Background: an optimization exercise with open tools, aiming at small area. Do not read the settings as production practice. RTL that was checked went through simulation tests only; none was proved equivalent to the original. For runs 1 to 3, only the layout was checked, not whether the RTL still works. Power and IR drop assume default switching activity.

<file path="flow/flow/run.sh">
#!/bin/bash
# Layout flow: the standard ORFS flow, with the port buffers made of the smallest
# buffer cell (an output port drives only its fixed 0.01 pF load).
set -euo pipefail
cat >> config.mk <<'CFG'
export BUFFER_PORTS_ARGS = -buffer_cell sky130_fd_sc_hd__buf_1
CFG
bash standard.sh > standard_flow.log 2>&1
</file>
<file path="flow/standard.sh">
#!/bin/bash
# synth_recipe.tcl (not shown) runs the flow's synth.tcl, then flattens the netlist and writes it again
# the make line also repeats each setting of config.mk as NAME=value (left out here)
make -C /OpenROAD-flow-scripts/flow DESIGN_CONFIG=/design/flow/config.mk WORK_HOME=/design/flow/orfs CLKGATE_MAP_FILE= SYNTH_SCRIPT=/design/flow/synth_recipe.tcl "${@:-finish}"
</file>
<file path="flow/config.mk">
export PLATFORM = sky130hd
export DESIGN_NAME = irsar_link_rx
export DESIGN_NICKNAME = irsar_link_rx
export VERILOG_FILES = /design/flow/design.v
export SDC_FILE = /design/flow/constraint.sdc
export NUM_CORES = 4
export LEC_CHECK = 0
export CAP_MARGIN = 20
export CORE_MARGIN = 2
export CORE_UTILIZATION = 40
export SLEW_MARGIN = 20
export BUFFER_PORTS_ARGS = -buffer_cell sky130_fd_sc_hd__buf_1
</file>
<file path="flow/constraint.sdc">
create_clock -name core_clock -period 8.0 [get_ports {clk}]
set_input_delay 1.6000 -clock core_clock [delete_from_list [all_inputs] [get_ports {clk}]]
set_output_delay 1.6000 -clock core_clock [all_outputs]
set_load 0.01 [all_outputs]
</file>
<file path="flow/design.v">
module irsar_dec8b10b (
    input  wire [9:0] code,
    input  wire       rd_in,       
    output wire       code_err,
    output wire       is_k,        
    output wire       is_k285,
    output wire       is_k277,
    output wire [7:0] data,        
    output wire       rd_out       
);
    wire [5:0] s6 = code[9:4];     
    wire [3:0] s4 = code[3:0];     
    reg pos6, neg6;
    always @* begin
        case (s6)
            6'b000111: pos6 = 1'd1;
            6'b001111: pos6 = 1'd1;
            6'b010111: pos6 = 1'd1;
            6'b011011: pos6 = 1'd1;
            6'b011101: pos6 = 1'd1;
            6'b011110: pos6 = 1'd1;
            6'b011111: pos6 = 1'd1;
            6'b100111: pos6 = 1'd1;
            6'b101011: pos6 = 1'd1;
            6'b101101: pos6 = 1'd1;
            6'b101110: pos6 = 1'd1;
            6'b101111: pos6 = 1'd1;
            6'b110011: pos6 = 1'd1;
            6'b110101: pos6 = 1'd1;
            6'b110110: pos6 = 1'd1;
            6'b110111: pos6 = 1'd1;
            6'b111001: pos6 = 1'd1;
            6'b111010: pos6 = 1'd1;
            6'b111011: pos6 = 1'd1;
            6'b111100: pos6 = 1'd1;
            6'b111101: pos6 = 1'd1;
            6'b111110: pos6 = 1'd1;
            6'b111111: pos6 = 1'd1;
            default: pos6 = 1'd0;
        endcase
    end
    always @* begin
        case (s6)
            6'b000000: neg6 = 1'd1;
            6'b000001: neg6 = 1'd1;
            6'b000010: neg6 = 1'd1;
            6'b000011: neg6 = 1'd1;
            6'b000100: neg6 = 1'd1;
            6'b000101: neg6 = 1'd1;
            6'b000110: neg6 = 1'd1;
            6'b001000: neg6 = 1'd1;
            6'b001001: neg6 = 1'd1;
            6'b001010: neg6 = 1'd1;
            6'b001100: neg6 = 1'd1;
            6'b010000: neg6 = 1'd1;
            6'b010001: neg6 = 1'd1;
            6'b010010: neg6 = 1'd1;
            6'b010100: neg6 = 1'd1;
            6'b011000: neg6 = 1'd1;
            6'b100000: neg6 = 1'd1;
            6'b100001: neg6 = 1'd1;
            6'b100010: neg6 = 1'd1;
            6'b100100: neg6 = 1'd1;
            6'b101000: neg6 = 1'd1;
            6'b110000: neg6 = 1'd1;
            6'b111000: neg6 = 1'd1;
            default: neg6 = 1'd0;
        endcase
    end
    wire rd6 = pos6 || (rd_in && !neg6);
    wire pos4 = (s4 == 4'b0111 || s4 == 4'b1011 || s4 == 4'b1101 || s4 == 4'b1110 || s4 == 4'b1111 || s4 == 4'b0011);
    wire neg4 = (s4 == 4'b1000 || s4 == 4'b0100 || s4 == 4'b0010 || s4 == 4'b0001 || s4 == 4'b0000 || s4 == 4'b1100);
    assign rd_out = pos4 || (rd6 && !neg4);
    reg [4:0] x;
    reg [2:0] y;
    always @* begin
        case (s6)
            6'b000000: x = 5'd0;
            6'b000001: x = 5'd0;
            6'b000010: x = 5'd16;
            6'b000011: x = 5'd16;
            6'b000100: x = 5'd8;
            6'b000101: x = 5'd23;
            6'b000110: x = 5'd8;
            6'b000111: x = 5'd7;
            6'b001000: x = 5'd4;
            6'b001001: x = 5'd27;
            6'b001010: x = 5'd4;
            6'b001011: x = 5'd20;
            6'b001100: x = 5'd24;
            6'b001101: x = 5'd12;
            6'b001110: x = 5'd28;
            6'b001111: x = 5'd28;
            6'b010000: x = 5'd2;
            6'b010001: x = 5'd29;
            6'b010010: x = 5'd2;
            6'b010011: x = 5'd18;
            6'b010100: x = 5'd31;
            6'b010101: x = 5'd10;
            6'b010110: x = 5'd26;
            6'b010111: x = 5'd15;
            6'b011000: x = 5'd0;
            6'b011001: x = 5'd6;
            6'b011010: x = 5'd22;
            6'b011011: x = 5'd16;
            6'b011100: x = 5'd14;
            6'b011101: x = 5'd1;
            6'b011110: x = 5'd30;
            6'b011111: x = 5'd30;
            6'b100000: x = 5'd1;
            6'b100001: x = 5'd30;
            6'b100010: x = 5'd1;
            6'b100011: x = 5'd17;
            6'b100100: x = 5'd16;
            6'b100101: x = 5'd9;
            6'b100110: x = 5'd25;
            6'b100111: x = 5'd0;
            6'b101000: x = 5'd15;
            6'b101001: x = 5'd5;
            6'b101010: x = 5'd21;
            6'b101011: x = 5'd31;
            6'b101100: x = 5'd13;
            6'b101101: x = 5'd2;
            6'b101110: x = 5'd29;
            6'b101111: x = 5'd29;
            6'b110000: x = 5'd3;
            6'b110001: x = 5'd3;
            6'b110010: x = 5'd19;
            6'b110011: x = 5'd24;
            6'b110100: x = 5'd11;
            6'b110101: x = 5'd4;
            6'b110110: x = 5'd27;
            6'b110111: x = 5'd27;
            6'b111000: x = 5'd7;
            6'b111001: x = 5'd8;
            6'b111010: x = 5'd23;
            6'b111011: x = 5'd23;
            6'b111100: x = 5'd15;
            6'b111101: x = 5'd15;
            6'b111110: x = 5'd31;
            6'b111111: x = 5'd31;
            default: x = 5'd0;
        endcase
    end
    always @* begin
        case (s4)
            4'b0000: y = 3'd7;
            4'b0001: y = 3'd7;
            4'b0010: y = 3'd4;
            4'b0011: y = 3'd3;
            4'b0100: y = 3'd0;
            4'b0101: y = 3'd2;
            4'b0110: y = 3'd6;
            4'b0111: y = 3'd7;
            4'b1000: y = 3'd7;
            4'b1001: y = 3'd1;
            4'b1010: y = 3'd5;
            4'b1011: y = 3'd0;
            4'b1100: y = 3'd3;
            4'b1101: y = 3'd4;
            4'b1110: y = 3'd7;
            4'b1111: y = 3'd7;
            default: y = 3'd0;
        endcase
    end
    reg v6n, v6p;
    always @* begin
        case (s6)
            6'b001011: v6n = 1'd1;
            6'b001101: v6n = 1'd1;
            6'b001110: v6n = 1'd1;
            6'b001111: v6n = 1'd1;
            6'b010011: v6n = 1'd1;
            6'b010101: v6n = 1'd1;
            6'b010110: v6n = 1'd1;
            6'b010111: v6n = 1'd1;
            6'b011001: v6n = 1'd1;
            6'b011010: v6n = 1'd1;
            6'b011011: v6n = 1'd1;
            6'b011100: v6n = 1'd1;
            6'b011101: v6n = 1'd1;
            6'b011110: v6n = 1'd1;
            6'b100011: v6n = 1'd1;
            6'b100101: v6n = 1'd1;
            6'b100110: v6n = 1'd1;
            6'b100111: v6n = 1'd1;
            6'b101001: v6n = 1'd1;
            6'b101010: v6n = 1'd1;
            6'b101011: v6n = 1'd1;
            6'b101100: v6n = 1'd1;
            6'b101101: v6n = 1'd1;
            6'b101110: v6n = 1'd1;
            6'b110001: v6n = 1'd1;
            6'b110010: v6n = 1'd1;
            6'b110011: v6n = 1'd1;
            6'b110100: v6n = 1'd1;
            6'b110101: v6n = 1'd1;
            6'b110110: v6n = 1'd1;
            6'b111000: v6n = 1'd1;
            6'b111001: v6n = 1'd1;
            6'b111010: v6n = 1'd1;
            default: v6n = 1'd0;
        endcase
    end
    always @* begin
        case (s6)
            6'b000101: v6p = 1'd1;
            6'b000110: v6p = 1'd1;
            6'b000111: v6p = 1'd1;
            6'b001001: v6p = 1'd1;
            6'b001010: v6p = 1'd1;
            6'b001011: v6p = 1'd1;
            6'b001100: v6p = 1'd1;
            6'b001101: v6p = 1'd1;
            6'b001110: v6p = 1'd1;
            6'b010001: v6p = 1'd1;
            6'b010010: v6p = 1'd1;
            6'b010011: v6p = 1'd1;
            6'b010100: v6p = 1'd1;
            6'b010101: v6p = 1'd1;
            6'b010110: v6p = 1'd1;
            6'b011000: v6p = 1'd1;
            6'b011001: v6p = 1'd1;
            6'b011010: v6p = 1'd1;
            6'b011100: v6p = 1'd1;
            6'b100001: v6p = 1'd1;
            6'b100010: v6p = 1'd1;
            6'b100011: v6p = 1'd1;
            6'b100100: v6p = 1'd1;
            6'b100101: v6p = 1'd1;
            6'b100110: v6p = 1'd1;
            6'b101000: v6p = 1'd1;
            6'b101001: v6p = 1'd1;
            6'b101010: v6p = 1'd1;
            6'b101100: v6p = 1'd1;
            6'b110000: v6p = 1'd1;
            6'b110001: v6p = 1'd1;
            6'b110010: v6p = 1'd1;
            6'b110100: v6p = 1'd1;
            default: v6p = 1'd0;
        endcase
    end
    wire ok6 = rd_in ? v6p : v6n;
    wire ok4 = rd6 ? (s4 == 4'b0100 || s4 == 4'b1001 || s4 == 4'b0101 || s4 == 4'b0011 ||
                      s4 == 4'b0010 || s4 == 4'b1010 || s4 == 4'b0110 || s4 == 4'b0001 || s4 == 4'b1000)
                   : (s4 == 4'b1011 || s4 == 4'b1001 || s4 == 4'b0101 || s4 == 4'b1100 ||
                      s4 == 4'b1101 || s4 == 4'b1010 || s4 == 4'b0110 || s4 == 4'b1110 || s4 == 4'b0111);
    wire p7 = rd6 ? (s4 == 4'b0001) : (s4 == 4'b1110);    
    wire a7 = rd6 ? (s4 == 4'b1000) : (s4 == 4'b0111);    
    wire needs = rd6 ? (s6 == 6'b110100 || s6 == 6'b101100 || s6 == 6'b011100)
                     : (s6 == 6'b100011 || s6 == 6'b010011 || s6 == 6'b001011);
    wire k28 = (s6[3] == s6[2]) && (s6[2] == s6[1]) && (s6[1] == s6[0]);    
    wire kx  = (s6 == 6'b111010 || s6 == 6'b000101 || s6 == 6'b110110 || s6 == 6'b001001);  
    assign code_err = !ok6 || !ok4 || (k28 && s4 != (rd6 ? 4'b1010 : 4'b0101)) ||
                      (p7 && needs) || (a7 && !needs && !kx);
    assign is_k285 = !code_err && k28;
    assign is_k    = !code_err && (k28 || (a7 && kx));
    assign is_k277 = !code_err && a7 && kx && !x[2];
    assign data = {y, x};
endmodule
module irsar_link_rx (
    input  wire        clk,
    input  wire        rst,           
    input  wire        sym_valid,
    input  wire [9:0]  sym,           
    output reg         pay_valid,
    output wire [7:0]  pay_data,
    output reg  [6:0]  pay_index,
    output reg         hdr_valid,
    output wire [7:0]  hdr_opc,
    output wire [7:0]  hdr_hop,
    output wire [2:0]  hdr_tag,
    output wire        hdr_rsp,
    output wire        hdr_late,
    output wire        hdr_lin,
    output reg  [6:0]  hdr_len,
    output reg         frm_done,
    output wire        frm_ok,
    output reg  [2:0]  frm_err,
    output wire [15:0] frm_crc,
    output reg         in_frame,
    output reg         rd_pos,
    output wire [15:0] cnt_ok,
    output wire [15:0] cnt_rej,
    output wire [15:0] cnt_cerr
);
    localparam [15:0] CRC_POLY = 16'hBAAD;
    wire       c_err, c_k, c_k285, c_k277, rd_next;
    wire [7:0] c_data;
    irsar_dec8b10b u_dec (
        .code     (sym),
        .rd_in    (rd_pos),
        .code_err (c_err),
        .is_k     (c_k),
        .is_k285  (c_k285),
        .is_k277  (c_k277),
        .data     (c_data),
        .rd_out   (rd_next)
    );
    wire c_k237 = c_k && !c_k285 && !c_k277;
    wire c_dat  = !c_err && !c_k;
    reg [2:0]  st;
    reg [15:0] crc;
    reg [7:0]  b2, b1, b0;
    assign hdr_opc  = b2;
    assign hdr_hop  = b1;
    assign hdr_tag  = b0[7:5];
    assign hdr_rsp  = b0[4];
    assign hdr_late = b0[3];
    assign hdr_lin  = b0[2];
    assign pay_data = b0;
    assign frm_crc  = {b1, b0};
    assign frm_ok   = (frm_err == 3'd0);
    reg [15:0] crc_next;
    integer i;
    always @* begin
        crc_next = crc ^ {c_data, 8'h00};
        for (i = 0; i < 8; i = i + 1)
            crc_next = crc_next[15] ? ((crc_next << 1) ^ CRC_POLY) : (crc_next << 1);
    end
    wire [6:0] idx_inc  = pay_index + 7'd1;
    wire       len_bad  = c_data > 8'd96;
    wire       s_hdr3   = (st == 3'd3);
    wire       s_pay    = (st == 3'd4);
    wire       s_crc2   = (st == 3'd5);
    wire       pay_last = (idx_inc == hdr_len);    
    wire       crc_good = (crc_next == 16'h0000);
    wire res    = in_frame ? (!c_dat || (s_hdr3 && len_bad) || s_crc2)
                           : (c_k277 && !st[0]);
    wire res_ok = in_frame && c_dat && s_crc2 && crc_good;
    irsar_satcnt u_cnt_ok   (.clk(clk), .rst(rst), .inc(sym_valid && res && res_ok),  .q(cnt_ok));
    irsar_satcnt u_cnt_rej  (.clk(clk), .rst(rst), .inc(sym_valid && res && !res_ok), .q(cnt_rej));
    irsar_satcnt u_cnt_cerr (.clk(clk), .rst(rst), .inc(sym_valid && c_err),          .q(cnt_cerr));
    reg       in_frame_n;
    reg [2:0] st_n;
    always @* begin
        in_frame_n = in_frame;
        st_n       = st;
        if (!in_frame) begin
            if (c_k277) begin
                in_frame_n = st[0];            
                st_n       = 3'd0;
            end else if (!c_k237) begin
                st_n[0] = c_k285;
            end
        end else if (res) begin
            in_frame_n = 1'b0;
            st_n       = {2'b00, c_k285};
        end else if (s_pay && !pay_last) begin
            st_n = 3'd4;
        end else begin
            st_n = st + 3'd1;
        end
    end
    always @(posedge clk) begin
        if (rst) begin
            in_frame  <= 1'b0;
            st[0]     <= 1'b0;
            rd_pos    <= 1'b0;
            pay_valid <= 1'b0;
            hdr_valid <= 1'b0;
            frm_done  <= 1'b0;
        end else begin
            pay_valid <= sym_valid && in_frame && c_dat && s_pay && !pay_last;
            hdr_valid <= sym_valid && in_frame && c_dat && s_hdr3 && !len_bad;
            frm_done  <= sym_valid && res;
            if (sym_valid) begin
                rd_pos   <= rd_next;
                in_frame <= in_frame_n;
                st[0]    <= st_n[0];
            end
        end
    end
    always @(posedge clk) begin
        frm_err[0] <= !in_frame || !c_dat;
        frm_err[1] <= in_frame && !c_err && (c_k || s_hdr3);
        frm_err[2] <= !in_frame || (c_dat && st[2] && !crc_good);
        if (sym_valid)
            st[2:1] <= st_n[2:1];
        if (!in_frame)
            crc <= 16'hFFFF;
        else if (sym_valid)
            crc <= crc_next;
        if (!in_frame)
            pay_index <= 7'h7F;
        else if (sym_valid && s_pay)
            pay_index <= idx_inc;
        if (sym_valid && s_hdr3)
            hdr_len <= c_data[6:0];
        if (sym_valid && !s_hdr3) begin
            b2 <= b1;
            b1 <= b0;
            b0 <= c_data;
        end
    end
endmodule
module irsar_satcnt (
    input  wire        clk,
    input  wire        rst,
    input  wire        inc,
    output reg  [15:0] q
);
    reg [16:0] t;       
    reg [15:0] n;
    integer k;
    always @* begin
        t[0] = inc;
        for (k = 0; k < 16; k = k + 1)
            t[k+1] = t[k] & q[k];
        for (k = 0; k < 16; k = k + 1)
            n[k] = (q[k] ^ t[k]) | t[16];     
    end
    always @(posedge clk)
        if (rst) q <= 16'h0000;
        else     q <= n;
endmodule
</file>
==> results.py, run 1 <==
metrics = {
    "finish": {
        "finalNetCount": 920,
        "fin_cells": 1076,
        "multi_input_area_um2": 3654,
        "fill_cells": 1593,
        "drive_above_1_share": 0.1157,
        "area_growth_pct": 21.21,
        "fin_area_um2": 8045,
        "mostFrequentLayoutCells": "buf_1 (128), nor2_1 (126), dfxtp_1 (80)",
        "ff_latch_area_um2": 2592,
        "diodes": 0,
        "layout_commonest_cell": "buf_1",
    },
    "route": {
        "ant_nets": 0,
        "drc": 0,
        "vias": 5242,
        "post_drt_via_cell_ratio": 4.872,
        "first_iter_violations": 297,
        "wl_per_cell_um": 13.94,
        "drt_pass1_iterations": 4,
        "wl_mm": 15.00,
    },
    "power": {
        "p_comb_frac": 0.315,
        "switching_share": 0.2879,
        "powerDensity_nw_per_um2": 248.7,
        "p_clk_frac": 0.366,
        "leakage_uw": 0.003431,
        "p_int_uw": 1425,
        "total_power_uw": 2001,
        "p_switching_uw": 576.1,
        "vdd_drop_max_uv": 133.8,
        "sequentialPowerShare": 0.320,
    },
    "min_path": {
        "hp-start": "b1[7]",
        "hold_depth": 0,
        "hold_path.class": "reg2reg",
    },
    "place": {
        "dpl.hpwl_mm": 11.26,
        "place_ws_ps": -44.72,
        "dp_cells": 1046,
        "portBuffers": 129,
        "gp_routability_congestion": 0.8613,
        "placed_cell_area_um2": 7441,
    },
    "die": {
        "die_y_um": 132.8,
        "pin_count": 130,
        "start_util": 0.4046,
        "dieWidth_um": 132.8,
        "coreArea_um2": 16410,
        "num_rows": 47,
        "dieArea_um2": 17640,
    },
    "sta": {
        "finalCritPeriodShare": 0.9507,
        "clock_skew_ps": 7.528,
        "tns_ps": 0,
        "timing.final.ws_setup_ps": 394.1,
        "slew_violations": 0,
        "hold_viol_final": 0,
        "maxSlewHeadroom": 0.5646,
        "fmax_mhz": 131.5,
        "worstMarginPinSlew_ps": 651.6,
        "finalSetupViolations": 0,
        "min_period_ps": 7606,
    },
    "synthesis": {
        "synthArstFlopShare": 0,
        "synth-edff-count": 33,
        "yosys_warnings": 3,
        "postSynthAreaPerCell_um2": 9.402,
        "synth.distinct_cells": 67,
        "ys.flop_type": "dfxtp_1",
        "synthCells": 706,
        "ys_ff_latch": 113,
        "seq_area_frac_synth": 0.3906,
        "syn-cell-area_um2": 6638,
    },
    "cts": {
        "cts_root_buffer": "clkbuf_16",
        "cts_tree": "yes",
        "htree_levels": 4,
        "clock_sinks": 113,
        "post_cts_buffers": 0,
        "cts_buffers": 17,
        "cts.path.max_buffers": 2,
        "insertion_delay_ps": 410,
        "path_clk_slew_ps": 50,
    },
    "run_status": {
        "outcome": "finished clean",
    },
    "worst_setup_path": {
        "rr_worst_depth": 27,
        "setup.worst_path.class": "in2reg",
        "cp_data_required_time_ps": 8270,
        "path_max_fanout": 15,
        "crit_path_start": "sym[6]",
        "cp-end-kind": "register",
        "startpoint_type": "input pin",
        "slowest_stage": "xnor3_1",
        "cpPeakStageDelay_ps": 450,
        "worstReg2RegStart": "crc[13]",
        "critPathMostFrequentCell": "ha_1",
        "cp_data_arrival_time_ps": 7880,
        "rrSetupSlack_ps": 2180,
    },
    "grt": {
        "grt_pass1_vias": 4840,
        "grt_pass1_wl_mm": 24.20,
        "grt_max_degree": 54,
        "grt_usage": 0.1727,
        "overflow": 0,
        "antenna_found_initial": 0,
    },
    "flow_run": {
        "maxCapViolCount": 0,
    },
}
==> worst max-delay path: cells and delay by family <==
kind	cells	cell delay (ps)
xor+xnor	3	840
buf+inv	3	680
fa+ha+maj	15	2730
simple gates	4	910
compound gates	5	1110
==> cell type report <==
| type | instances | area share |
|---|---|---|
| inverters | 17 | 0.007932 |
| repair buffers | 179 | 0.1086 |
| well taps | 220 | 0.03421 |
| clock inverters | 4 | 0.005599 |
| clock buffers | 26 | 0.06734 |
| multi-input cells | 517 | 0.4541 |
| flip-flops and latches | 113 | 0.3222 |
==> path summary, 6_finish.rpt <==
path | to
worst min register to register | b2[7]
worst max register to register | u_cnt_rej.q[2]
worst max-delay path | u_cnt_rej.q[2]
worst min-delay path | b2[7]
==> routing by layer <==
metal	wire [um]	vias to the layer above	track usage
li1	-	2708	-
met1	7013	2412	0.2235
met2	7089	109	0.2766
met3	696	13	0.05287
met4	198	0	0.05496
met5	0	-	0
==> power groups by stage <==
stage          clock network, uW  logic (uW)  registers, uW
2_1_floorplan                  0         477            653
3_3_place_gp                   0         626            651
4_1_cts                      749         629            639
5_1_grt                      775         693            642
6_report                     732         630            639
3_5_place_dp                   0         625            651
==> flip-flops by register name, summed over array words and instances (netlist names) <==
signal	cells
crc	16
u_cnt_cerr.q	16
u_cnt_ok.q	16
u_cnt_rej.q	16
b0	8
b1	8
b2	8
hdr_len	7
pay_index	7
frm_err	3
st	3
frm_done	1
hdr_valid	1
in_frame	1
pay_valid	1
rd_pos	1
==> through the flow <==
step | utilization | hold slack (ps)
after floorplan | - | 463.4
after CTS | 0.4893 | 469.4
after global placement | 0.4532 | 455.8
final | 0.4904 | 472.9
after detailed placement | 0.4535 | 457.8
after global routing | 0.4904 | 480.9
==> synthesized netlist by cell type, types with 3 or more instances <==
| cell type | number | area (um2) |
|---|---|---|
| buf_2 | 6 | 30.03 |
| xnor2_1 | 39 | 341.6 |
| xor2_1 | 18 | 157.7 |
| a311oi_1 | 3 | 26.28 |
| o21ai_0 | 33 | 165.2 |
| ha_1 | 62 | 775.7 |
| a211oi_1 | 8 | 60.06 |
| nand3b_1 | 3 | 22.52 |
| a31oi_1 | 5 | 31.28 |
| nand3_1 | 13 | 65.06 |
| and3_1 | 7 | 43.79 |
| a21oi_1 | 16 | 80.08 |
| edfxtp_1 | 33 | 991.0 |
| nor2_1 | 127 | 476.7 |
| o211ai_1 | 8 | 60.06 |
| and2_1 | 8 | 50.05 |
| nand2_1 | 48 | 180.2 |
| xnor3_1 | 8 | 180.2 |
| nor3_1 | 9 | 45.04 |
| dfxtp_1 | 80 | 1602 |
| buf_6 | 5 | 56.30 |
| inv_1 | 16 | 60.06 |
| nand2b_1 | 5 | 31.28 |
| xnor2_2 | 3 | 48.80 |
| nor3b_1 | 6 | 45.04 |
| clkbuf_1 | 25 | 93.84 |
| nand4_1 | 6 | 37.54 |
| mux2i_1 | 9 | 90.09 |
| or3_1 | 11 | 68.82 |
| buf_4 | 23 | 172.7 |
| nor2b_1 | 15 | 93.84 |
==> timing repair <==
action	4_1_cts	5_1_grt
endpoints found under the hold margin	0	0
gates resized for setup	0	4
hold buffers	0	0
endpoints found under the setup margin	0	15
==> kinds of logic after synthesis <==
logic type               synth area share
XOR/XNOR                           0.1122
buffers and inverters             0.06277
multiplexers                      0.01866
AND/OR/NAND/NOR                    0.1832
AO/OA/AOI/OAI                      0.1127
flip-flops                         0.3906
adder cells (fa/ha/maj)            0.1199
==> run 2: changes to the inputs <==
==> flow/flow/run.sh (replaced) <==
#!/bin/bash
# Layout flow: the standard ORFS flow (standard.sh) with three changes that only make
# the layout smaller:
#  - synthesis is the standard flow's own script with an area-oriented ABC mapping script (area.abc)
#    in place of ORFS's delay-oriented one; registers come out as in the standard synthesis
#  - the port buffers are the smallest buffer cell (each output drives a fixed 0.01 pF)
#  - extra ORFS settings from extra.mk, if present
set -euo pipefail
here=$(pwd)
export AREA_ABC_SCRIPT=$here/flow/area.abc
export FLOW_SYNTH_TCL=$here/synth_recipe.tcl
cat >> config.mk <<'CFG'
export BUFFER_PORTS_ARGS = -buffer_cell sky130_fd_sc_hd__buf_1
CFG
if [[ -f flow/extra.mk ]]; then cat flow/extra.mk >> config.mk; fi
bash standard.sh SYNTH_SCRIPT=$here/flow/area_synth.tcl finish > standard_flow.log 2>&1
==> flow/flow/area.abc (new file) <==
strash
dch -f
map -a
mfs2
strash
dch -f
map -a
mfs2
strash
&get -n
&st
&dch -f
&nf -a -R 1000
&put
topo
==> flow/flow/area_synth.tcl (new file) <==
# The standard flow's synthesis (synth_recipe.tcl) with an area-oriented ABC script in place of ORFS's
# delay-oriented one; everything else, registers included, is as the standard synthesis makes it
proc abc {args} {
  set i [lsearch -exact $args -script]
  if {$i >= 0} { lset args [expr {$i + 1}] $::env(AREA_ABC_SCRIPT) }
  yosys abc {*}$args
}
source $::env(FLOW_SYNTH_TCL)
==> run 2 against run 1 <==
  * Still clean
  * Synthesized cell count down 15%
  * Clock power down 8.5%
  * Via count down 4.5%
  * Power down 9.6%
  * Critical endpoint is now u_cnt_rej.q[7]
  * Largest cell class unchanged
  * Highest routed layer unchanged
==> results.py, run 2 <==
metrics = {
    "finish": {
        "area_growth_pct": 33.68,
        "fin_area_um2": 7664,
        "mostFrequentLayoutCells": "nor2_1 (139), buf_1 (128), buf_4 (85)",
        "diodes": 0,
        "layout_commonest_cell": "nor2_1",
        "fin_cells": 1009,
        "drive_above_1_share": 0.1737,
        "finalNetCount": 891,
    },
    "synthesis": {
        "synth_common_cells": "nor2_1 (140), dfxtp_1 (80), ha_1 (62)",
        "synth_top_family_by_area": "simple AND/OR/NAND/NOR gates",
        "muxShareOfSynthArea": 0.001964,
        "synth-edff-count": 33,
        "synth.area.top_cells": "dfxtp_1 (28%), edfxtp_1 (17%), ha_1 (14%), nor2_1 (9.2%), xnor2_1 (5.3%)",
        "ys.flop_type": "dfxtp_1",
        "synthArstFlopShare": 0,
        "synthSimpleGateAreaFrac": 0.1744,
        "synth-compound-area-share": 0.1072,
        "syn-cell-area_um2": 5733,
        "yosys_warnings": 3,
        "seq_area_frac_synth": 0.4522,
        "synthXorXnorAreaFrac": 0.09166,
        "ys_ff_latch": 113,
        "postSynthAreaPerCell_um2": 9.507,
        "synthCells": 603,
        "yosysMostFrequentCell": "nor2_1",
        "yosys.area.top_type": "dfxtp_1",
        "synth.distinct_cells": 44,
        "synthAdderAreaFrac": 0.1353,
        "synth_top_area_frac": 0.2794,
    },
    "sta": {
        "finalSetupViolations": 0,
        "maxSlewHeadroom": 0.2768,
        "finalCritPeriodShare": 0.9497,
        "worstMarginPinSlew_ps": 1085,
        "fmax_mhz": 131.6,
        "tns_ps": 0,
        "whs_ps": 465.2,
        "clock_skew_ps": 6.742,
        "hold_viol_final": 0,
        "min_period_ps": 7598,
        "slew_violations": 0,
    },
    "min_path": {
        "hold_depth": 0,
        "hold_path.class": "reg2reg",
    },
    "cts": {
        "cts_tree": "yes",
        "htree_levels": 4,
        "cts_buffers": 17,
        "cts.path.max_buffers": 2,
        "clock_sinks": 113,
        "cts_root_buffer": "clkbuf_16",
        "cts_hold_buf": 0,
        "path_clk_slew_ps": 50,
        "insertion_delay_ps": 410,
    },
    "run_status": {
        "outcome": "finished clean",
    },
    "power": {
        "powerDensity_nw_per_um2": 236.0,
        "leakage_uw": 0.003241,
        "vdd_drop_max_uv": 146.3,
    },
    "worst_setup_path": {
        "worst-path-buf-inv": 5,
        "slowest_stage": "xnor2_2",
        "cp-end-kind": "register",
        "critical_path.top_delay_family": "adder cells",
        "cp_data_required_time_ps": 8240,
        "path_max_fanout": 8,
        "startpoint_type": "input pin",
        "cpPeakStageDelay_ps": 290,
        "critPathMostFrequentCell": "ha_1",
        "cp_num_cells": 37,
        "cp_data_arrival_time_ps": 7840,
        "setup.worst_path.class": "in2reg",
        "rr_worst_depth": 33,
    },
    "place": {
        "dpl.hpwl_mm": 10.40,
        "placed_cell_area_um2": 6912,
        "gp_routability_congestion": 0.9328,
        "dp_cells": 973,
        "portBuffers": 129,
    },
    "route": {
        "vias": 5007,
        "drt_pass1_iterations": 5,
        "wl_per_cell_um": 13.99,
        "post_drt_via_cell_ratio": 4.962,
        "ant_nets": 0,
        "drc": 0,
        "first_iter_violations": 259,
        "wl_mm": 14.12,
    },
    "die": {
        "num_rows": 43,
        "pin_count": 130,
        "dieWidth_um": 123.7,
        "coreArea_um2": 13930,
        "dieArea_um2": 15310,
        "start_util": 0.4114,
        "die_y_um": 123.7,
    },
    "grt": {
        "grt_usage": 0.1796,
        "grt_pass1_wl_mm": 21.64,
        "grt_pass1_vias": 4645,
        "overflow": 0,
        "grt_max_degree": 55,
        "antenna_found_initial": 0,
    },
    "flow_run": {
        "maxCapViolCount": 0,
    },
}
-- run 2: cell types whose count changed after synthesis, sizes merged, moves of 6 or more --
cell,previous run,this run
xnor3,8,0
clkbuf,25,0
o21ai,35,21
buf,34,22
xnor2,42,35
mux2i,9,0
nor2,127,140
a21oi,16,29
or3,12,1
clkinv,0,13
xor2,19,25
inv,17,0
nor2b,15,6
-- run 2: final cells by class --
cell class                 instances  area (um2)
sequential                       113        2592
multi-input combinational        455        3117
clock inverter                    12       93.84
tap                              180       225.2
fill                            1243        6271
inverter                          13       52.55
clock buffer                      20       436.7
timing repair buffer             216        1146
-- run 2: path summary, 6_finish.rpt --
| path | to | slack, ps | from |
|---|---|---|---|
| worst max-delay path | u_cnt_rej.q[7] | 400 | sym[4] |
| worst min-delay path | b2[0] | 470 | b1[0] |
| worst max register to register | u_cnt_rej.q[7] | 1940 | crc[14] |
| worst min register to register | b2[0] | 470 | b1[0] |
-- run 2: kinds of logic (layout without fill, tap and decap cells) --
group                    Yosys count  in the layout
AO/OA/AOI/OAI                     96             96
XOR/XNOR                          60             60
adder cells (fa/ha/maj)           62             62
buffers and inverters             35            261
flip-flops                       113            113
multiplexers                       1              1
AND/OR/NAND/NOR                  236            236
-- run 2: layer usage --
metal	share of wire	wire length [um]	global-route usage	vias up
li1	-	-	-	2516
met1	0.44	6161	0.2188	2309
met2	0.48	6844	0.3060	153
met3	0.056	793	0.04121	29
met4	0.023	321	0.07244	0
met5	0	0	0	-
-- run 2: timing repair --
action | 4_1_cts | 5_1_grt
buffers inserted | 0 | 4
endpoints found under the setup margin | 0 | 43
hold endpoints to repair | 0 | 0
gates resized for setup | 0 | 40
-- run 2: report_power, final --
group          internal [uW]  total [uW]  switching, uW
Clock                    420         670            250
Combinational            276         522            246
Sequential               607         616           9.33
Total                   1300        1810            505
-- run 2: worst reg2reg max path, delay by kind of cell, from the launching register on --
family / cells / cell delay [ps]
buf+inv: 4 / 660
simple gates: 7 / 800
xor+xnor: 7 / 1380
fa+ha+maj: 15 / 2730
flops: 1 / 330
-- run 2: per-stage QoR --
step | power (uW) | utilization | setup slack, ps
after CTS | 1772 | 0.5341 | 57.04
after detailed placement | 1095 | 0.4960 | -366.0
after global routing | 1887 | 0.5500 | -56.59
after global placement | 1090 | 0.4960 | -198.3
final | 1809 | 0.5500 | 402.2
after floorplan | 867.0 | - | 33.36
==> run 3: changes to the inputs <==
==> flow/flow/extra.mk (new file) <==
export CTS_ARGS = -sink_clustering_enable -repair_clock_nets -buf_list sky130_fd_sc_hd__clkbuf_4 -sink_clustering_size 24 -sink_clustering_max_diameter 60
--- a/flow/config.mk
+++ b/flow/config.mk
@@ -10,3 +10,5 @@
 export CORE_UTILIZATION = 40
+export GPL_TIMING_DRIVEN = 0
 export SLEW_MARGIN = 20
 export BUFFER_PORTS_ARGS = -buffer_cell sky130_fd_sc_hd__buf_1
+export CTS_ARGS = -sink_clustering_enable -repair_clock_nets -buf_list sky130_fd_sc_hd__clkbuf_4 -sink_clustering_size 24 -sink_clustering_max_diameter 60
==> run 3 against run 2 <==
  * Count of clock-buffer cells in the layout shrank 3
  * Clock skew grew 6.5 ps
  * Critical endpoint is now u_cnt_rej.q[10]
  * Maximum frequency is 2.0% lower
  * Sequential cell count stayed put
  * Hold slack improved by 11 ps
  * Non-clock buffer count down 43
  * Global-route usage down 0.33 points
  * Critical path type unchanged
  * Core utilization fell by 2.8 points
  * Register-to-register slack worse by 220 ps
  * Synthesized cell count did not move
  * Power is 15% lower
  * Clock power fell by 28%
==> results.py, run 3 <==
metrics = {
    "run_status": {
        "outcome": "finished clean",
    },
    "cts": {
        "path_clk_slew_ps": 120,
        "cts_hold_buf": 0,
        "insertion_delay_ps": 530,
        "cts_root_buffer": "clkbuf_4",
        "clock_sinks": 113,
        "cts.path.max_buffers": 2,
        "htree_levels": 4,
        "cts_buffers": 17,
        "cts_tree": "yes",
    },
    "sta": {
        "clock_skew_ps": 13.29,
        "rsz0062_at_grt": "yes",
        "slew_violations": 0,
        "fmax_mhz": 129.0,
        "finalCritPeriodShare": 0.9693,
        "finalSetupViolations": 0,
        "worstMarginPinSlew_ps": 773.1,
        "hold_viol_final": 0,
        "min_period_ps": 7754,
        "whs_ps": 476.6,
        "maxSlewHeadroom": 0.4843,
    },
    "route": {
        "wl_mm": 13.39,
        "ant_nets": 0,
        "drt_pass1_iterations": 6,
        "vias": 4887,
        "first_iter_violations": 324,
        "post_drt_via_cell_ratio": 5.054,
        "wl_per_cell_um": 13.85,
        "drc": 0,
    },
    "synthesis": {
        "ys_ff_latch": 113,
        "synthArstFlopShare": 0,
        "postSynthAreaPerCell_um2": 9.507,
        "yosys.area.top_type": "dfxtp_1",
        "synth.distinct_cells": 44,
        "synthCells": 603,
        "ys.flop_type": "dfxtp_1",
        "yosys_warnings": 3,
        "synth-edff-count": 33,
        "synth_common_cells": "nor2_1 (140), dfxtp_1 (80), ha_1 (62)",
        "syn-cell-area_um2": 5733,
        "synth_top_area_frac": 0.2794,
        "synth.area.top_cells": "dfxtp_1 (28%), edfxtp_1 (17%), ha_1 (14%), nor2_1 (9.2%), xnor2_1 (5.3%)",
        "seq_area_frac_synth": 0.4522,
        "yosysMostFrequentCell": "nor2_1",
    },
    "flow_run": {
        "maxCapViolCount": 0,
    },
    "worst_setup_path": {
        "slowest_stage": "nor2b_1",
        "r2r_end": "u_cnt_rej.q[10]",
        "cpPeakStageDelay_ps": 350,
        "path_max_fanout": 15,
        "rrSetupSlack_ps": 1720,
        "critPathMostFrequentCell": "ha_1",
        "setup.worst_path.class": "in2reg",
        "cp_data_arrival_time_ps": 8170,
        "crit_path_start": "sym[3]",
        "rr_worst_depth": 31,
        "startpoint_type": "input pin",
        "cp_data_required_time_ps": 8420,
        "worst-path-buf-inv": 3,
        "worstReg2RegStart": "crc[14]",
        "cp-end-kind": "register",
        "endpoint": "u_cnt_rej.q[10]",
        "critical_path.top_delay_family": "adder cells",
        "cp_num_cells": 34,
    },
    "finish": {
        "area_growth_pct": 26.80,
        "mostFrequentLayoutCells": "nor2_1 (137), buf_1 (120), dfxtp_1 (80)",
        "finalNetCount": 848,
        "ff_latch_area_um2": 2592,
        "layout_commonest_cell": "nor2_1",
        "fin_area_um2": 7269,
        "multi_input_area_um2": 3212,
        "fill_cells": 1303,
        "drive_above_1_share": 0.1616,
    },
    "grt": {
        "grt_pass1_vias": 4511,
        "antenna_found_initial": 1,
        "grt_pass1_wl_mm": 21.11,
        "overflow": 0,
        "grt_usage": 0.1763,
        "grt_max_degree": 44,
    },
    "die": {
        "pin_count": 130,
        "dieWidth_um": 123.7,
        "coreArea_um2": 13930,
        "start_util": 0.4114,
        "num_rows": 43,
        "die_y_um": 123.7,
        "dieArea_um2": 15310,
    },
    "place": {
        "placed_cell_area_um2": 6485,
        "portBuffers": 129,
        "dpl.hpwl_mm": 9.626,
        "gp_routability_congestion": 0.9039,
    },
    "power": {
        "vdd_drop_max_uv": 122.0,
        "powerDensity_nw_per_um2": 212.0,
        "leakage_uw": 0.003015,
    },
    "min_path": {
        "hold_path.class": "reg2reg",
    },
}
## run 3: final cells by class
class                      count  share of cell area
timing repair buffer         151             0.09346
buffer                        22             0.02272
inverter                      13            0.007573
clock buffer                  17             0.01756
multi-input combinational    455              0.4418
sequential                   113              0.3566
tap                          180             0.03098
clock inverter                15             0.02892
antenna                        1           0.0003442
## run 3: cells by family after synthesis
logic type               after synthesis  share of synthesized area
AND/OR/NAND/NOR                      236                     0.1744
flip-flops                           113                     0.4522
AO/OA/AOI/OAI                         96                     0.1072
adder cells (fa/ha/maj)               62                     0.1353
XOR/XNOR                              60                    0.09166
buffers and inverters                 35                    0.03732
multiplexers                           1                   0.001964
## run 3: worst min path at each step
stage                           endpoint           start  slack (ps)  cells after the start
after CTS                          b2[3]           b1[3]         490                      0
final                              b2[3]           b1[3]         480                      0
after floorplan                   crc[2]          crc[2]         470                      1
after global placement    u_cnt_ok.q[15]  u_cnt_ok.q[15]         460                      2
after detailed placement           b2[7]           b1[7]         470                      0
after global routing               b2[3]           b1[3]         500                      0
## run 3: where the power goes
group          switching [uW]  total, uW  internal [uW]
clock                     233        484            251
sequential               9.71        615            605
combinational             241        442            201
## run 3: through the flow
stage	worst slack [ps]	TNS (ps)	power [uW]	util	cells
6_report	245.8	0	1541	0.5217	967
5_1_grt	-83.16	-935.3	1619	0.5217	967
4_1_cts	7.862	0	1497	0.5044	954
3_5_place_dp	-1805	-66720	947.0	0.4654	914
3_3_place_gp	-1755	-63650	937.8	0.4629	912
2_1_floorplan	33.36	0	867.0	-	603
## run 3: timing repair
item / in CTS / in global routing
pin swaps: 4 / 10
endpoints found under the hold margin: 0 / 0
endpoints found under the setup margin: 47 / 33
setup buffers: 8 / 12
resized for setup: 28 / 36
## run 3: metal layers
layer,global-route usage,part of all wire,up-vias
li1,-,-,2425
met5,0,0,-
met3,0.05128,0.069,14
met2,0.2936,0.49,157
met1,0.2169,0.43,2291
met4,0.06392,0.012,0
==> run 4: changes to the inputs <==
--- a/flow/design.v
+++ b/flow/design.v
@@ -265,6 +265,6 @@
     input  wire [9:0]  sym,           
-    output reg         pay_valid,
+    output wire        pay_valid,
     output wire [7:0]  pay_data,
     output reg  [6:0]  pay_index,
-    output reg         hdr_valid,
+    output wire        hdr_valid,
     output wire [7:0]  hdr_opc,
@@ -276,5 +276,5 @@
     output reg  [6:0]  hdr_len,
-    output reg         frm_done,
+    output wire        frm_done,
     output wire        frm_ok,
-    output reg  [2:0]  frm_err,
+    output wire [2:0]  frm_err,
     output wire [15:0] frm_crc,
@@ -302,13 +302,18 @@
     reg [2:0]  st;
+    reg        last_v;        
     reg [15:0] crc;
     reg [7:0]  b2, b1, b0;
-    assign hdr_opc  = b2;
-    assign hdr_hop  = b1;
-    assign hdr_tag  = b0[7:5];
-    assign hdr_rsp  = b0[4];
-    assign hdr_late = b0[3];
-    assign hdr_lin  = b0[2];
-    assign pay_data = b0;
-    assign frm_crc  = {b1, b0};
-    assign frm_ok   = (frm_err == 3'd0);
+    assign hdr_opc   = b2;
+    assign hdr_hop   = b1;
+    assign hdr_tag   = b0[7:5];
+    assign hdr_rsp   = b0[4];
+    assign hdr_late  = b0[3];
+    assign hdr_lin   = b0[2];
+    assign pay_data  = b0;
+    assign frm_crc   = {b1, b0};
+    assign frm_err   = hdr_len[2:0];
+    assign frm_ok    = (frm_err == 3'd0);
+    assign pay_valid = last_v && in_frame && (st == 3'd6);
+    assign hdr_valid = last_v && in_frame && (st == 3'd4);
+    assign frm_done  = last_v && !in_frame && st[1];
     reg [15:0] crc_next;
@@ -320,9 +325,18 @@
     end
-    wire [6:0] idx_inc  = pay_index + 7'd1;
-    wire       len_bad  = c_data > 8'd96;
+    reg  [6:0] idx_inc;
+    reg  [7:0] idx_cy;
+    integer j;
+    always @* begin
+        idx_cy[0] = 1'b1;
+        for (j = 0; j < 7; j = j + 1) begin
+            idx_inc[j]  = pay_index[j] ^ idx_cy[j];
+            idx_cy[j+1] = pay_index[j] & idx_cy[j];
+        end
+    end
+    wire       len_bad  = c_data[7] || (c_data[6] && c_data[5] && (c_data[4:0] != 5'd0));    
     wire       s_hdr3   = (st == 3'd3);
-    wire       s_pay    = (st == 3'd4);
+    wire       s_pay    = st[2] && !st[0];              
     wire       s_crc2   = (st == 3'd5);
-    wire       pay_last = (idx_inc == hdr_len);    
-    wire       crc_good = (crc_next == 16'h0000);
+    wire       pay_last = (idx_inc == hdr_len);         
+    wire       crc_good = (crc[7:0] == 8'h00) && (c_data == crc[15:8]);
     wire res    = in_frame ? (!c_dat || (s_hdr3 && len_bad) || s_crc2)
@@ -330,2 +344,5 @@
     wire res_ok = in_frame && c_dat && s_crc2 && crc_good;
+    wire [2:0] res_code = {!in_frame || (c_dat && st[2] && !crc_good),
+                           in_frame && !c_err && (c_k || s_hdr3),
+                           !in_frame || !c_dat};
     irsar_satcnt u_cnt_ok   (.clk(clk), .rst(rst), .inc(sym_valid && res && res_ok),  .q(cnt_ok));
@@ -339,5 +356,6 @@
         if (!in_frame) begin
+            st_n[1] = res;
             if (c_k277) begin
                 in_frame_n = st[0];            
-                st_n       = 3'd0;
+                st_n       = {1'b0, !st[0], 1'b0};
             end else if (!c_k237) begin
@@ -347,5 +365,5 @@
             in_frame_n = 1'b0;
-            st_n       = {2'b00, c_k285};
-        end else if (s_pay && !pay_last) begin
-            st_n = 3'd4;
+            st_n       = {2'b01, c_k285};
+        end else if (s_pay) begin
+            st_n = pay_last ? 3'd5 : 3'd6;
         end else begin
@@ -356,12 +374,8 @@
         if (rst) begin
-            in_frame  <= 1'b0;
-            st[0]     <= 1'b0;
-            rd_pos    <= 1'b0;
-            pay_valid <= 1'b0;
-            hdr_valid <= 1'b0;
-            frm_done  <= 1'b0;
+            in_frame <= 1'b0;
+            st[0]    <= 1'b0;
+            rd_pos   <= 1'b0;
+            last_v   <= 1'b0;
         end else begin
-            pay_valid <= sym_valid && in_frame && c_dat && s_pay && !pay_last;
-            hdr_valid <= sym_valid && in_frame && c_dat && s_hdr3 && !len_bad;
-            frm_done  <= sym_valid && res;
+            last_v <= sym_valid;
             if (sym_valid) begin
@@ -374,5 +388,2 @@
     always @(posedge clk) begin
-        frm_err[0] <= !in_frame || !c_dat;
-        frm_err[1] <= in_frame && !c_err && (c_k || s_hdr3);
-        frm_err[2] <= !in_frame || (c_dat && st[2] && !crc_good);
         if (sym_valid)
@@ -387,4 +398,8 @@
             pay_index <= idx_inc;
+        if (sym_valid && res)
+            hdr_len[2:0] <= res_code;
+        else if (sym_valid && s_hdr3)
+            hdr_len[2:0] <= c_data[2:0];
         if (sym_valid && s_hdr3)
-            hdr_len <= c_data[6:0];
+            hdr_len[6:3] <= c_data[6:3];
         if (sym_valid && !s_hdr3) begin
@@ -402,2 +417,3 @@
 );
+    wire       lo_ones = &q[7:0];
     reg [16:0] t;       
@@ -407,3 +423,6 @@
         t[0] = inc;
-        for (k = 0; k < 16; k = k + 1)
+        for (k = 0; k < 8; k = k + 1)
+            t[k+1] = t[k] & q[k];
+        t[8] = inc & lo_ones;
+        for (k = 8; k < 16; k = k + 1)
             t[k+1] = t[k] & q[k];
==> flow/flow/area.abc (replaced) <==
strash
&get -n
&st
&dch -f
&nf -a -R 1000
&put
mfs2
strash
&get -n
&st
&dch -f
&nf -a -R 1000
&put
mfs2
strash
&get -n
&st
&dch -f
&nf -a -R 1000
&put
mfs2
strash
&get -n
&st
&dch -f
&nf -a -R 1000
&put
mfs2
strash
&get -n
&st
&dch -f
&nf -a -R 1000
&put
mfs2
strash
&get -n
&st
&dch -f
&nf -a -R 1000
&put
mfs2
strash
&get -n
&st
&dch -f
&nf -a -R 1000
&put
mfs2
strash
&get -n
&st
&dch -f
&nf -a -R 1000
&put
mfs2
strash
&get -n
&st
&dch -f
&nf -a -R 1000
&put
mfs2
strash
&get -n
&st
&dch -f
&nf -a -R 1000
&put
mfs2
strash
&get -n
&st
&dch -f
&nf -a -R 1000
&put
mfs2
strash
&get -n
&st
&dch -f
&nf -a -R 1000
&put
mfs2
strash
&get -n
&st
&dch -f
&nf -a -R 1000
&put
mfs2
strash
&get -n
&st
&dch -f
&nf -a -R 1000
&put
mfs2
strash
&get -n
&st
&dch -f
&nf -a -R 1000
&put
mfs2
strash
&get -n
&st
&dch -f
&nf -a -R 1000
&put
mfs2
strash
&get -n
&st
&dch -f
&nf -a -R 1000
&put
mfs2
strash
&get -n
&st
&dch -f
&nf -a -R 1000
&put
mfs2
strash
&get -n
&st
&dch -f
&nf -a -R 1000
&put
mfs2
strash
&get -n
&st
&dch -f
&nf -a -R 1000
&put
mfs2
strash
&get -n
&st
&dch -f
&nf -a -R 1000
&put
mfs2
strash
&get -n
&st
&dch -f
&nf -a -R 1000
&put
mfs2
strash
&get -n
&st
&dch -f
&nf -a -R 1000
&put
mfs2
strash
&get -n
&st
&dch -f
&nf -a -R 1000
&put
mfs2
strash
&get -n
&st
&dch -f
&nf -a -R 1000
&put
mfs2
strash
&get -n
&st
&dch -f
&nf -a -R 1000
&put
mfs2
strash
&get -n
&st
&dch -f
&nf -a -R 1000
&put
mfs2
strash
&get -n
&st
&dch -f
&nf -a -R 1000
&put
mfs2
strash
&get -n
&st
&dch -f
&nf -a -R 1000
&put
mfs2
strash
&get -n
&st
&dch -f
&nf -a -R 1000
&put
==> flow/flow/extra.mk (replaced) <==
export CTS_ARGS = -sink_clustering_enable -repair_clock_nets -dont_use_dummy_load -buf_list sky130_fd_sc_hd__clkbuf_8 -sink_clustering_size 24 -sink_clustering_max_diameter 60
export REMOVE_ABC_BUFFERS = 1
export ADDER_MAP_FILE =
--- a/flow/config.mk
+++ b/flow/config.mk
@@ -13,2 +13,4 @@
 export BUFFER_PORTS_ARGS = -buffer_cell sky130_fd_sc_hd__buf_1
-export CTS_ARGS = -sink_clustering_enable -repair_clock_nets -buf_list sky130_fd_sc_hd__clkbuf_4 -sink_clustering_size 24 -sink_clustering_max_diameter 60
+export CTS_ARGS = -sink_clustering_enable -repair_clock_nets -dont_use_dummy_load -buf_list sky130_fd_sc_hd__clkbuf_8 -sink_clustering_size 24 -sink_clustering_max_diameter 60
+export REMOVE_ABC_BUFFERS = 1
+export ADDER_MAP_FILE =
==> run 4 against run 3 <==
  * Non-clock buffer count fell by 42
  * First-iteration DRC count rose by 0.93%
  * Power fell by 30%
  * Area after synthesis fell by 7.7%
  * Global-route usage fell by 0.21 points
  * Maximum frequency rose by 6.3%
  * Synthesized cell count fell by 2.3%
  * Critical endpoint is now u_cnt_ok.q[1]
==> results.py, run 4 <==
metrics = {
    "power": {
        "leakage_uw": 0.001986,
        "total_power_uw": 1072,
        "powerDensity_nw_per_um2": 178.2,
        "vdd_drop_max_uv": 61.58,
    },
    "synthesis": {
        "synth.distinct_cells": 41,
        "synth_common_cells": "a21oi_1 (91), dfxtp_1 (75), nor2_1 (64)",
        "synth-edff-count": 33,
        "synthArstFlopShare": 0,
        "synth.area.top_cells": "dfxtp_1 (28%), edfxtp_1 (19%), a21oi_1 (8.6%), xnor2_1 (8.6%), nor2_1 (4.5%)",
        "postSynthAreaPerCell_um2": 8.979,
        "seq_area_frac_synth": 0.4713,
        "yosys_warnings": 3,
        "ys_ff_latch": 108,
        "yosysMostFrequentCell": "a21oi_1",
        "yosys.area.top_type": "dfxtp_1",
        "ys.flop_type": "dfxtp_1",
        "synth_top_area_frac": 0.2839,
        "syn-cell-area_um2": 5289,
        "synthCells": 589,
    },
    "place": {
        "dpl.hpwl_mm": 8.896,
        "place_ws_ps": -430.1,
        "portBuffers": 129,
        "gp_routability_congestion": 0.8874,
        "dp_cells": 871,
    },
    "finish": {
        "area_growth_pct": 13.72,
        "fin_cells": 880,
        "drive_above_1_share": 0.03409,
        "layout_commonest_cell": "buf_1",
        "finalNetCount": 719,
        "fill_cells": 1278,
        "mostFrequentLayoutCells": "buf_1 (126), a21oi_1 (90), dfxtp_1 (75)",
        "diodes": 0,
    },
    "route": {
        "ant_nets": 0,
        "first_iter_violations": 327,
        "drc": 0,
        "wl_mm": 12.13,
        "vias": 4608,
        "drt_pass1_iterations": 4,
        "wl_per_cell_um": 13.78,
        "post_drt_via_cell_ratio": 5.236,
    },
    "grt": {
        "grt_usage": 0.1742,
        "grt.busiest_layer": "met2",
        "grt_max_degree": 36,
        "overflow": 0,
        "grt_pass1_vias": 4234,
        "grt_util_met1": 0.2266,
        "use_met2": 0.2823,
        "antenna_found_initial": 0,
        "use_met3": 0.03496,
        "grt_pass1_wl_mm": 20.22,
    },
    "min_path": {
        "hold_path.class": "reg2reg",
    },
    "sta": {
        "finalSetupViolations": 0,
        "slew_violations": 0,
        "tns_ps": 0,
        "clock_skew_ps": 21.84,
        "fmax_mhz": 137.1,
        "hold_viol_final": 0,
        "min_period_ps": 7294,
        "finalCritPeriodShare": 0.9118,
        "timing.final.ws_setup_ps": 705.9,
        "rsz0062_at_grt": "no",
        "maxSlewHeadroom": 0.4124,
        "worstMarginPinSlew_ps": 872.1,
    },
    "die": {
        "start_util": 0.4042,
        "pin_count": 130,
        "coreArea_um2": 13090,
        "dieArea_um2": 14160,
        "dieWidth_um": 119.0,
        "num_rows": 42,
        "die_y_um": 119.0,
    },
    "flow_run": {
        "maxCapViolCount": 0,
    },
    "cts": {
        "cts_root_buffer": "clkbuf_8",
        "post_cts_buffers": 0,
        "cts.path.max_buffers": 2,
        "clock_sinks": 108,
        "htree_levels": 3,
        "cts_buffers": 9,
        "cts_tree": "yes",
        "path_clk_slew_ps": 90,
        "insertion_delay_ps": 370,
    },
    "worst_setup_path": {
        "cp-end-kind": "register",
        "cp_data_arrival_time_ps": 7590,
        "critPathMostFrequentCell": "nor2_1",
        "slowest_stage": "a2111oi_1",
        "setup.worst_path.class": "in2reg",
        "cpPeakStageDelay_ps": 480,
        "cp_data_required_time_ps": 8300,
        "startpoint_type": "input pin",
        "path_max_fanout": 13,
        "rrSetupSlack_ps": 2920,
    },
    "run_status": {
        "outcome": "finished clean",
    },
}
run 4: changes by cell type in the layout (fill, tap and decap cells not counted), moves of 8 or more:
cell,previous run,this run
nor2_1,137,62
a21oi_1,28,90
ha_1,61,0
buf_4,42,0
xnor2_1,25,51
clkbuf_4,18,0
clkinv_1,8,21
and3_1,2,12
clkbuf_8,0,9
o21ai_0,19,28
nor3_1,4,12
run 4: worst max-delay path, delay by kind of cell:
family / cells / cell delay, ps
and+or+nand+nor: 17 / 4050
buffers and inverters: 1 / 400
AOI/OAI and AO/OA: 7 / 1540
run 4: worst paths after layout:
path | from | end | cells after the start
max | sym[8] | u_cnt_ok.q[1] | 25
min | b0[1] | b1[1] | 0
max reg2reg | rd_pos | u_cnt_ok.q[1] | 18
min reg2reg | b0[1] | b1[1] | 0
run 4: through the flow:
step	hold slack, ps	area [um2]	utilization
after detailed placement	471.5	5844	0.4466
final	477.3	6015	0.4596
after global routing	493.3	6015	0.4596
after global placement	455.6	5806	0.4437
after floorplan	452.7	5101	-
after CTS	475.7	5968	0.4561
run 4: kinds of logic after synthesis:
group	share of synthesized area
buffers and inverters	0.05039
multiplexers	0.005678
AO/OA/AOI/OAI	0.1895
AND/OR/NAND/NOR	0.1623
flip-flops	0.4713
XOR/XNOR	0.1209
run 4: layout make-up:
cell class	instances	area, um2	area share
Sequential cell	108	2492	0.4144
Inverter	21	78.83	0.01311
Timing Repair Buffer	131	523.0	0.08696
Clock buffer	9	123.9	0.02059
Multi-Input combinational cell	435	2576	0.4283
Tap cell	176	220.2	0.03661
run 4: power breakdown:
group	internal, uW	switching (uW)	total (uW)
sequential	579	8.73	588
combinational	81.1	141	223
clock	101	160	261
run 4: per-layer routing:
| layer | wire length, um | up-vias | share of wire |
|---|---|---|---|
| met1 | 5510 | 2135 | 0.45 |
| met3 | 620 | 24 | 0.051 |
| met2 | 5741 | 147 | 0.47 |
| met4 | 255 | 0 | 0.021 |
| li1 | - | 2302 | - |
| met5 | 0 | - | 0 |
run 4: what timing repair did:
| action | in CTS | in global routing |
|---|---|---|
| hold buffers | 0 | 0 |
| resized for setup | 1 | 13 |
| setup endpoints to repair | 13 | 32 |
==> run 5: changes to the inputs <==
==> flow/flow/area.abc (replaced) <==
strash
dch -f
map -a
mfs2
strash
dch -f
map -a
mfs2
strash
&get -n
&st
&dch -f
&nf -a -R 1000
&put
topo
--- a/flow/flow/extra.mk
+++ b/flow/flow/extra.mk
@@ -2,2 +2 @@
 export REMOVE_ABC_BUFFERS = 1
-export ADDER_MAP_FILE =
--- a/flow/config.mk
+++ b/flow/config.mk
@@ -15,2 +15 @@
 export REMOVE_ABC_BUFFERS = 1
-export ADDER_MAP_FILE =
==> run 5 against run 4 <==
  * Sequential share of layout area decreased by 3.3 points
  * Clock skew rose by 8.3 ps
  * Global-route usage decreased by 1.7 points
  * Cell count grew 4.8%
==> results.py, run 5 <==
metrics = {
    "synthesis": {
        "synth_top_area_frac": 0.2566,
        "synthXorXnorAreaFrac": 0.08961,
        "muxShareOfSynthArea": 0.007057,
        "synthAdderAreaFrac": 0.1390,
        "postSynthAreaPerCell_um2": 9.391,
        "synth_common_cells": "nor2_1 (130), dfxtp_1 (75), ha_1 (65)",
        "yosys_warnings": 3,
        "yosysMostFrequentCell": "nor2_1",
        "ys.flop_type": "dfxtp_1",
        "synthArstFlopShare": 0,
        "seq_area_frac_synth": 0.4260,
        "yosys.area.top_type": "dfxtp_1",
        "synth-compound-area-share": 0.1168,
        "synth-edff-count": 33,
        "ys_ff_latch": 108,
        "synth.area.top_cells": "dfxtp_1 (26%), edfxtp_1 (17%), ha_1 (14%), nor2_1 (8.3%), xnor2_1 (4.5%)",
        "synthCells": 623,
        "synth_top_family_by_area": "simple AND/OR/NAND/NOR gates",
        "synthSimpleGateAreaFrac": 0.1741,
        "syn-cell-area_um2": 5851,
        "synth.distinct_cells": 47,
    },
    "grt": {
        "grt_usage": 0.1576,
        "overflow": 0,
        "grt_pass1_vias": 4359,
        "grt_max_degree": 40,
        "antenna_found_initial": 0,
        "grt_pass1_wl_mm": 20.64,
    },
    "worst_setup_path": {
        "cpPeakStageDelay_ps": 490,
        "rrSetupSlack_ps": 3160,
        "endpoint": "u_cnt_rej.q[7]",
        "setup.worst_path.class": "in2reg",
        "crit_path_start": "sym[4]",
        "cp_data_arrival_time_ps": 7440,
        "critPathMostFrequentCell": "ha_1",
        "rr_worst_depth": 22,
        "r2r_end": "u_cnt_rej.q[7]",
        "critical_path.top_delay_family": "simple AND/OR/NAND/NOR gates",
        "worst-path-buf-inv": 2,
        "cp_data_required_time_ps": 8280,
        "worstReg2RegStart": "rd_pos",
        "cp-end-kind": "register",
        "path_max_fanout": 15,
        "cp_num_cells": 30,
        "slowest_stage": "nor2_1",
        "startpoint_type": "input pin",
    },
    "sta": {
        "finalSetupViolations": 0,
        "finalCritPeriodShare": 0.8953,
        "clock_skew_ps": 30.09,
        "hold_viol_final": 0,
        "rsz0062_at_grt": "no",
        "min_period_ps": 7163,
        "maxSlewHeadroom": 0.3442,
        "whs_ps": 477.3,
        "slew_violations": 0,
        "worstMarginPinSlew_ps": 977.6,
        "fmax_mhz": 139.6,
    },
    "cts": {
        "clock_sinks": 108,
        "cts_hold_buf": 0,
        "cts.path.max_buffers": 2,
        "cts_root_buffer": "clkbuf_8",
        "insertion_delay_ps": 370,
        "path_clk_slew_ps": 100,
        "cts_resized": 0,
        "cts_tree": "yes",
        "htree_levels": 3,
        "post_cts_buffers": 0,
        "cts_buffers": 9,
    },
    "die": {
        "coreArea_um2": 14420,
        "dieWidth_um": 124.9,
        "die_y_um": 124.9,
        "dieArea_um2": 15610,
        "start_util": 0.4056,
        "pin_count": 130,
        "num_rows": 44,
    },
    "finish": {
        "drive_above_1_share": 0.02168,
        "ff_latch_area_um2": 2494,
        "mostFrequentLayoutCells": "nor2_1 (129), buf_1 (126), dfxtp_1 (74)",
        "fill_cells": 1418,
        "area_growth_pct": 11.85,
        "diodes": 0,
        "layout_commonest_cell": "nor2_1",
        "finalNetCount": 818,
        "multi_input_area_um2": 3083,
        "fin_area_um2": 6544,
    },
    "route": {
        "post_drt_via_cell_ratio": 5.167,
        "first_iter_violations": 323,
        "drc": 0,
        "wl_per_cell_um": 13.63,
        "ant_nets": 0,
        "vias": 4764,
        "wl_mm": 12.57,
        "drt_pass1_iterations": 5,
    },
    "place": {
        "dpl.hpwl_mm": 9.574,
        "gp_routability_congestion": 0.8962,
        "portBuffers": 129,
        "placed_cell_area_um2": 6416,
    },
    "run_status": {
        "outcome": "finished clean",
    },
    "flow_run": {
        "maxCapViolCount": 0,
    },
    "min_path": {
        "hold_path.class": "reg2reg",
    },
    "power": {
        "leakage_uw": 0.002657,
        "powerDensity_nw_per_um2": 173.6,
        "vdd_drop_max_uv": 89.70,
    },
}
==> run 5: cell count changes after synthesis, moves of 5 or more <==
cell and change:
a21oi_1 -76, nor2_1 +66, ha_1 +65, xnor2_1 -22
and3_1 -12, a21boi_0 +10, o211ai_1 +10, nand2_1 +9
or2_0 -9, a211oi_1 -6, nand3_1 -6, nor3_1 -6
a21o_1 -5, nand4_1 +5
==> run 5: cell type report <==
cell class | count | area share
multi-input combinational | 466 | 0.4711
timing repair buffer | 131 | 0.07992
clock buffer | 9 | 0.01893
inverter | 24 | 0.01377
tap | 184 | 0.03518
sequential | 108 | 0.3811
==> run 5: worst min-delay path by stage <==
stage / slack [ps] / from / cells after the start / endpoint
after global routing: 500 / b0[1] / 0 / b1[1]
after detailed placement: 460 / b1[6] / 0 / b2[6]
final: 480 / b0[1] / 0 / b1[1]
after floorplan: 460 / crc[10] / 2 / crc[10]
after global placement: 450 / b1[6] / 0 / b2[6]
after CTS: 480 / b1[6] / 0 / b2[6]
==> run 5: kinds of logic (layout without fill, tap and decap cells) <==
kind of cell / after synthesis / count (layout)
xor gates and xnor gates: 55 / 55
buffers and inverters: 49 / 164
adders and majority gates: 65 / 65
and+or+nand+nor: 239 / 239
DFF: 108 / 108
muxes: 4 / 4
AOI/OAI and AO/OA: 103 / 103
==> run 5: routing by layer <==
metal | vias to the layer above | track usage | routed length (um)
met1 | 2225 | 0.2185 | 5823
met2 | 133 | 0.2562 | 5881
met5 | - | 0 | 0
met3 | 12 | 0.02268 | 658
li1 | 2394 | - | -
met4 | 0 | 0.04967 | 204
==> run 5: power breakdown <==
part	switching (uW)	internal [uW]
sequential	8.74	579
combinational	167	122
clock	157	102
==> run 5: stage by stage <==
stage	total power [uW]	setup slack, ps	cells	utilization	setup TNS (ps)
after floorplan	817.9	1677	598	-	0
after global placement	884.0	24.03	911	0.4421	0
after detailed placement	890.1	-143.9	913	0.4448	-2610
after CTS	1149	230.0	922	0.4534	0
after global routing	1203	145.9	922	0.4537	0
final	1136	837.3	922	0.4537	0

-- afterwards: timing with drivers on the ports --
The flow's constraints put no driver on any port. The routed layouts listed below were extracted and timed again, unchanged, in two steps. Step 1: set_driving_cell puts a clkbuf_16 on clk and a buf_2 on each other input, an assumption about the parent block. Step 2, shift: input delay + t, output delay - t, t = (earliest + latest rising clock arrival at the registers) / 2. This alone moves slack from input paths to output paths. a / b / c = no drivers / after step 1 / after step 2; a / b = the first two.
run	t (ns)	setup WS [ns]	worst setup path at the end	cell pins on the clock port's net
run 1	0.448	0.394 / 0.417 / -0.031	input to register	1
run 2	0.442	0.402 / 0.416 / -0.025	input to register	1
run 3	0.551	0.246 / 0.243 / -0.308	input to register	1
run 4	0.399	0.706 / 0.717 / 0.318	input to register	1
run 5	0.382	0.837 / 0.847 / 0.465	input to register	1
Met with ideal ports but missed after step 2: setup timing in run 1, run 2 and run 3. For run 3, which loses most, drivers alone change the setup slack by -0.003 ns; drivers and shift together by -0.554 ns.
